Context: an optimization exercise on an open-source flow, tuned for small area and a short achievable clock period. The choices shown serve that exercise and are no tape-out recipe. In this exercise RTL edits were held to simulation tests only and were not proved equivalent to the original.

==> inputs of 11-28 <==
## dmd_top
module dmd_top (
    input  wire        clk,
    input  wire        rst,
    input  wire [47:0] cfg_freq,      
    input  wire [2:0]  cfg_mode,      
    input  wire [17:0] cfg_ax0_i,
    input  wire [17:0] cfg_ax0_q,
    input  wire [17:0] cfg_ax1_i,
    input  wire [17:0] cfg_ax1_q,
    input  wire [35:0] cfg_t0,
    input  wire [35:0] cfg_t1,
    input  wire [35:0] cfg_t2,
    input  wire        s_valid,
    input  wire        s_start,       
    input  wire [11:0] s_len,         
    input  wire [47:0] s_phase,       
    input  wire [15:0] s_y,           
    input  wire [35:0] s_w,           
    output reg         res_valid,
    output reg  [35:0] res_i,
    output reg  [35:0] res_q,
    output reg  [1:0]  res_state,
    output reg  [3:0]  res_flags      
);
  reg [47:0] freq;
  reg        active;
  reg [4:0]  kcnt;        
  reg [11:0] rem;         
  reg [47:0] ph;          
  reg        gnx;         
  reg        wnx;         
  wire take = s_valid & (active | s_start);
  wire gend = s_valid & gnx;
  wire wend = s_valid & wnx;
  reg        k30, k31;    
  wire       k29 = (kcnt == 5'd29);
  reg        rem1;        
  wire        active_n = ~rst & (take ? ~wend : active);
  wire [4:0]  kcnt_n   = take ? (s_start ? 5'd1 : kcnt + 5'd1) : kcnt;
  wire [11:0] rem_n    = (take & s_start) ? s_len : (gend ? rem - 12'd1 : rem);
  wire        gnx_n    = active_n & ((k30 & take & ~s_start) | (k31 & ~take));
  wire [47:0] ph_next;
  dmd_add #(.N(48)) u_phadd (.a(ph), .b(freq), .ci(1'b0), .s(ph_next));
  reg [17:0] ax0i, ax0q, ax1i, ax1q;
  reg [35:0] t2r;
  always @(posedge clk) begin
    freq <= cfg_freq;
    ax0i <= cfg_ax0_i;
    ax0q <= cfg_ax0_q;
    ax1i <= cfg_ax1_i;
    ax1q <= cfg_ax1_q;
    t2r  <= cfg_t2;
  end
  always @(posedge clk) begin
    active <= active_n;
    kcnt   <= kcnt_n;
    rem    <= rem_n;
  ...
Settings: LEC_CHECK=0, CAP_MARGIN=20, CORE_MARGIN=2, CORE_UTILIZATION=40, SETUP_SLACK_MARGIN=1.0, SLEW_MARGIN=20, SYNTH_MEMORY_MAX_BITS=65536; clock period 20.0 ns.
standard.sh (not shown) runs the stock make flow with config.mk's settings and CLKGATE_MAP_FILE= SYNTH_SCRIPT=/design/flow/synth_recipe.tcl, a recipe that flattens the netlist after the stock synthesis.
==> flow/flow/run.sh <==
#!/bin/bash
# The standard layout (the standard.sh), except that timing repair aims
# for more setup slack than the design's flow settings ask for. The clock
# period, constraints, synthesis, floorplan, power grid and routing are the
# standard ones.
set -euo pipefail
MARGIN=$(cat flow/margin.txt)
# standard synthesis, unchanged
bash standard.sh synth > synth.log 2>&1
# the rest of the standard flow with the larger setup margin
sed -e "s/SETUP_SLACK_MARGIN=[-0-9.]*/SETUP_SLACK_MARGIN=${MARGIN}/" standard.sh > standard_margin.sh
bash standard_margin.sh > layout.log 2>&1
==> flow/flow/margin.txt <==
14.4
==> 05-19 (differences from 11-28) <==
--- a/flow/design.v
+++ b/flow/design.v
@@ -861,18 +861,18 @@
   reg        wnx;         
   wire take = s_valid & (active | s_start);
   wire gend = s_valid & gnx;
   wire wend = s_valid & wnx;
   reg        k30, k31;    
   wire       k29 = (kcnt == 5'd29);
   reg        rem1;        
   wire        active_n = ~rst & (take ? ~wend : active);
-  wire [4:0]  kcnt_n   = take ? (s_start ? 5'd1 : kcnt + 5'd1) : kcnt;
-  wire [11:0] rem_n    = (take & s_start) ? s_len : (gend ? rem - 12'd1 : rem);
+  wire [4:0]  kcnt_n   = s_valid ? (s_start ? 5'd1 : kcnt + 5'd1) : kcnt;
+  wire [11:0] rem_n    = (s_valid & s_start) ? s_len : (gend ? rem - 12'd1 : rem);
   wire        gnx_n    = active_n & ((k30 & take & ~s_start) | (k31 & ~take));
   wire [47:0] ph_next;
   dmd_add #(.N(48)) u_phadd (.a(ph), .b(freq), .ci(1'b0), .s(ph_next));
   reg [17:0] ax0i, ax0q, ax1i, ax1q;
   reg [35:0] t2r;
   always @(posedge clk) begin
     freq <= cfg_freq;
     ax0i <= cfg_ax0_i;
@@ -880,22 +880,22 @@
     ax1i <= cfg_ax1_i;
     ax1q <= cfg_ax1_q;
     t2r  <= cfg_t2;
   end
   always @(posedge clk) begin
     active <= active_n;
     kcnt   <= kcnt_n;
     rem    <= rem_n;
-    k30    <= take ? (~s_start & k29) : k30;
-    k31    <= take ? (~s_start & k30) : k31;
+    k30    <= s_valid ? (~s_start & k29) : k30;
+    k31    <= s_valid ? (~s_start & k30) : k31;
     rem1   <= (rem == 12'd1);
     gnx    <= gnx_n;
     wnx    <= gnx_n & rem1;
-    if (take) begin
+    if (s_valid) begin
       ph <= s_start ? s_phase : ph_next;
     end
   end
   reg [15:0] y1;
   reg        v1, f1, e1, l1;
   always @(posedge clk) begin
     y1 <= s_y;
     v1 <= ~rst & take;
@@ -971,26 +971,27 @@
   endfunction
   wire [38:0] acc_i_full, acc_q_full;
   dmd_add #(.N(39)) u_ra_i (.a(acc_i), .b(cexp(accc_i)), .ci(1'b0), .s(acc_i_full));
   dmd_add #(.N(39)) u_ra_q (.a(acc_q), .b(cexp(accc_q)), .ci(1'b0), .s(acc_q_full));
   wire [17:0] dn_i, dn_q;
   wire        dsat_i, dsat_q;
   dmd_narrow #(.QW(20), .OW(18)) u_nd_i (.q(acc_i_full[38:19]), .tie(~|acc_i_full[18:0]), .y(dn_i), .sat(dsat_i));
   dmd_narrow #(.QW(20), .OW(18)) u_nd_q (.q(acc_q_full[38:19]), .tie(~|acc_q_full[18:0]), .y(dn_q), .sat(dsat_q));
-  reg        sB, sR, sC, sP1, sP2, sP3;    
+  reg        sB, sR, sC, sP1, sP2, sP3, sP4;    
   reg        run;         
   reg        aen;         
   reg [3:0]  j;
   reg        lastg;       
   reg        firstg;      
   reg        nf;          
   reg [17:0] d_i, d_q;    
   reg [2:0]  dga1, dgb1, dga2, dgb2;    
   reg [48:0] ai, aq;
+  reg [35:0] x_i, x_q;    
   reg        sdec, sint, sproj;
   reg        ge0;
   function [2:0] benc;
     input [2:0] b;    
     begin
       benc[2] = b[2] & ~(b[1] & b[0]);
       benc[1] = b[1] ^ b[0];
       benc[0] = (b[2] & ~b[1] & ~b[0]) | (~b[2] & b[1] & b[0]);
@@ -1022,18 +1023,18 @@
   endfunction
   wire in_b = sB;
   wire in_c = sC;
   reg  clr;    
   wire [48:0] bias = in_c ? (49'd1 << 16) : (49'd1 << 11);
   wire [48:0] t1_in = clr ? bias : ai;
   wire [48:0] t2_in = clr ? bias : aq;
   wire [48:0] r1, r2;
-  dmd_dp u_dp1 (.t(t1_in), .xa(res_i), .xb(res_q), .da(dga1), .db(dgb1), .r(r1));
-  dmd_dp u_dp2 (.t(t2_in), .xa(res_i), .xb(res_q), .da(dga2), .db(dgb2), .r(r2));
+  dmd_dp u_dp1 (.t(t1_in), .xa(x_i), .xb(x_q), .da(dga1), .db(dgb1), .r(r1));
+  dmd_dp u_dp2 (.t(t2_in), .xa(x_i), .xb(x_q), .da(dga2), .db(dgb2), .r(r2));
   wire [48:0] ai_full = {ai[30:0], d_i};
   wire [48:0] aq_full = {aq[30:0], d_q};
   wire [35:0] ii, qq;
   wire        isat_i, isat_q;
   dmd_narrow #(.QW(37), .OW(36)) u_ni_i (.q(ai_full[48:12]), .tie(~|ai_full[11:0]), .y(ii), .sat(isat_i));
   dmd_narrow #(.QW(37), .OW(36)) u_ni_q (.q(aq_full[48:12]), .tie(~|aq_full[11:0]), .y(qq), .sat(isat_q));
   wire [35:0] p0, p1;
   wire        psat0, psat1;
@@ -1043,17 +1044,17 @@
   wire [35:0] pp1 = aq[35:0];
   wire [35:0] tdr = {d_i, d_q};
   wire        c_ge0, c_ge2, c_mg, c_ge1, c_ge1b;
   reg         ge2, mg;
   dmd_ge #(.N(36)) u_ge0  (.a(pp0), .b(tdr), .ge(c_ge0));
   dmd_ge #(.N(36)) u_ge2  (.a(pp0), .b(t2r), .ge(c_ge2));
   dmd_ge #(.N(36)) u_ge1  (.a(pp0), .b(tdr), .ge(c_ge1));
   dmd_ge #(.N(36)) u_ge1b (.a(pp1), .b(tdr), .ge(c_ge1b));
-  dmd_lt3 u_mg (.x(pp0 ^ {36{~c_ge0}}), .y(tdr ^ {36{c_ge0}}), .z(~t2r), .lt(c_mg));
+  dmd_lt3 u_mg (.x(pp0 ^ {36{~ge0}}), .y(tdr ^ {36{ge0}}), .z(~t2r), .lt(c_mg));
   reg [1:0] state;
   always @* begin
     case (cfg_mode)
       3'd1:    state = {1'b0, ge0};
       3'd2:    state = {1'b0, ge0} + {1'b0, c_ge1} + {1'b0, ge2};
       3'd3:    state = {c_ge1b, ge0};
       3'd4:    state = c_ge1b ? 2'd2 : {1'b0, ge0};
       default: state = 2'd0;
@@ -1068,27 +1069,28 @@
   wire sP1_n = ~rst & sC & jl;
   always @(posedge clk) begin
     sB  <= sB_n;
     sR  <= sR_n;
     sC  <= sC_n;
     sP1 <= sP1_n;
     sP2 <= ~rst & sP1;
     sP3 <= ~rst & sP2;
+    sP4 <= ~rst & sP3;
     run <= sB_n | sC_n;
     clr <= (e3 & nf) | (sR & lastg);
     aen <= sB_n | sC_n | sR_n | sP1_n;
     if (rst) begin
       nf <= 1'b1;
     end else if (sR) begin
       nf <= lastg;
     end
   end
   always @(posedge clk) begin
-    res_valid <= ~rst & sP3;
+    res_valid <= ~rst & sP4;
   end
   always @(posedge clk) begin
     j <= (run & ~jl) ? jn : 4'd0;
     if (e3) begin
       lastg  <= l3;
       firstg <= nf;
       sdec   <= (nf ? 1'b0 : sdec) | dsat_i | dsat_q;
     end
@@ -1096,19 +1098,25 @@
       d_i <= dn_i;
       d_q <= dn_q;
     end else if (run) begin
       d_i <= {r1[1:0], d_i[17:2]};
       d_q <= {r2[1:0], d_q[17:2]};
     end else if (sP1) begin
       d_i <= cfg_t0[35:18];
       d_q <= cfg_t0[17:0];
-    end else if (sP2) begin
+    end else if (sP3) begin
       d_i <= cfg_t1[35:18];
       d_q <= cfg_t1[17:0];
+    end else if (sP2) begin
+      d_i <= d_i;
+      d_q <= d_q;
+    end else begin
+      d_i <= {r1[1:0], d_i[17:2]};    
+      d_q <= {r2[1:0], d_q[17:2]};
     end
     if (e3) begin
       dga1 <= benc({dn_i[1:0], 1'b0});
       dgb2 <= benc({dn_i[1:0], 1'b0});
       dga2 <= benc({dn_q[1:0], 1'b0});
       dgb1 <= bneg(benc({dn_q[1:0], 1'b0}));
     end else if (in_b) begin
       dga1 <= benc(d_i[3:1]);
@@ -1120,28 +1128,30 @@
       dgb1 <= axdig(ax0q, in_c ? jn : 4'd0);
       dga2 <= axdig(ax1i, in_c ? jn : 4'd0);
       dgb2 <= axdig(ax1q, in_c ? jn : 4'd0);
     end
     if (aen) begin
       ai <= run ? {{2{r1[48]}}, r1[48:2]} : sR ? ai_full : {{13{p0[35]}}, p0};
       aq <= run ? {{2{r2[48]}}, r2[48:2]} : sR ? aq_full : {{13{p1[35]}}, p1};
     end
-    if (gend) begin
-      res_i <= {{18{s_w[35]}}, s_w[35:18]};
-      res_q <= {{18{s_w[17]}}, s_w[17:0]};
+    if (gnx) begin
+      x_i <= {{18{s_w[35]}}, s_w[35:18]};
+      x_q <= {{18{s_w[17]}}, s_w[17:0]};
     end else if (sR & lastg) begin
-      res_i <= ii;
-      res_q <= qq;
+      x_i <= ii;
+      x_q <= qq;
     end
+    res_i <= x_i;
+    res_q <= x_q;
     if (sR) sint <= isat_i | isat_q;
     if (sP1) sproj <= psat0 | psat1;
     if (sP2) begin
       ge0 <= c_ge0;
       ge2 <= c_ge2;
-      mg  <= c_mg;
     end
     if (sP3) begin
-      res_state <= state;
-      res_flags <= {margin, sproj, sint, sdec};
+      mg <= c_mg;
     end
+    res_state <= state;
+    res_flags <= {margin, sproj, sint, sdec};
   end
 endmodule
==> flow/flow/run.sh (replaced) <==
#!/bin/bash
# The standard layout (the standard.sh), except that timing repair aims
# for more setup slack than the design's flow settings ask for, and the port
# buffers are sky130_fd_sc_hd__buf_1. The clock period, constraints,
# synthesis, floorplan, power grid and routing are the standard ones.
set -euo pipefail
MARGIN=$(cat flow/margin.txt)
# standard synthesis, unchanged
bash standard.sh synth > synth.log 2>&1
# the rest of the standard flow with the larger setup margin
sed -e "s/SETUP_SLACK_MARGIN=[-0-9.]*/SETUP_SLACK_MARGIN=${MARGIN} BUFFER_PORTS_ARGS='-buffer_cell sky130_fd_sc_hd__buf_1'/" standard.sh > standard_margin.sh
bash standard_margin.sh > layout.log 2>&1
==> flow/flow/margin.txt (replaced) <==
14.9
CORE_UTILIZATION = 52   (was 40)
==> comparison table <==
item	05-19	11-28
Run status	no timing/DRC/antenna violations	no timing/DRC/antenna violations
Hold Crit Endpoint	l3	l2
Share of cell area taken by flip-flops and latches	0.265	0.238
Synth Area in Compound Gates	0.207	0.206
Estimated wirelength of the detail-placed design	165000 um	171000 um
Multi-input combinational area share	0.591	0.579
Routability Congestion	0.983	0.998
Startpoint of the worst hold path	l2	l1
Ratio of final minimum period to clock period	0.261	0.278
Slowest CP cell	sky130_fd_sc_hd__dfxtp_4	sky130_fd_sc_hd__edfxtp_1
Sequential cell count	732	659

==> what the ideal ports hide <==
How much do the figures lean on ideal ports? The routed layouts below were timed once more, with nothing changed but the port constraints. Step 1, drivers: a clkbuf_16 drives clk and a buf_2 each remaining input, both assumed. Step 2 also shifts input and output timing later by t, the mid clock arrival at the registers, as if the neighbouring blocks saw the same clock. Three values: ideal ports, drivers, drivers and shift; two values: the first two.
run	shift t [ns]	setup slack, ns	pins driven straight from the clock port
11-28	0.786	14.433 / 14.357 / 13.717	1
05-19	0.782	14.771 / 14.695 / 14.311	1
After both steps every run listed still meets setup and hold. For 11-28, which loses most, drivers alone change the setup slack by -0.076 ns; drivers and shift together by -0.716 ns.
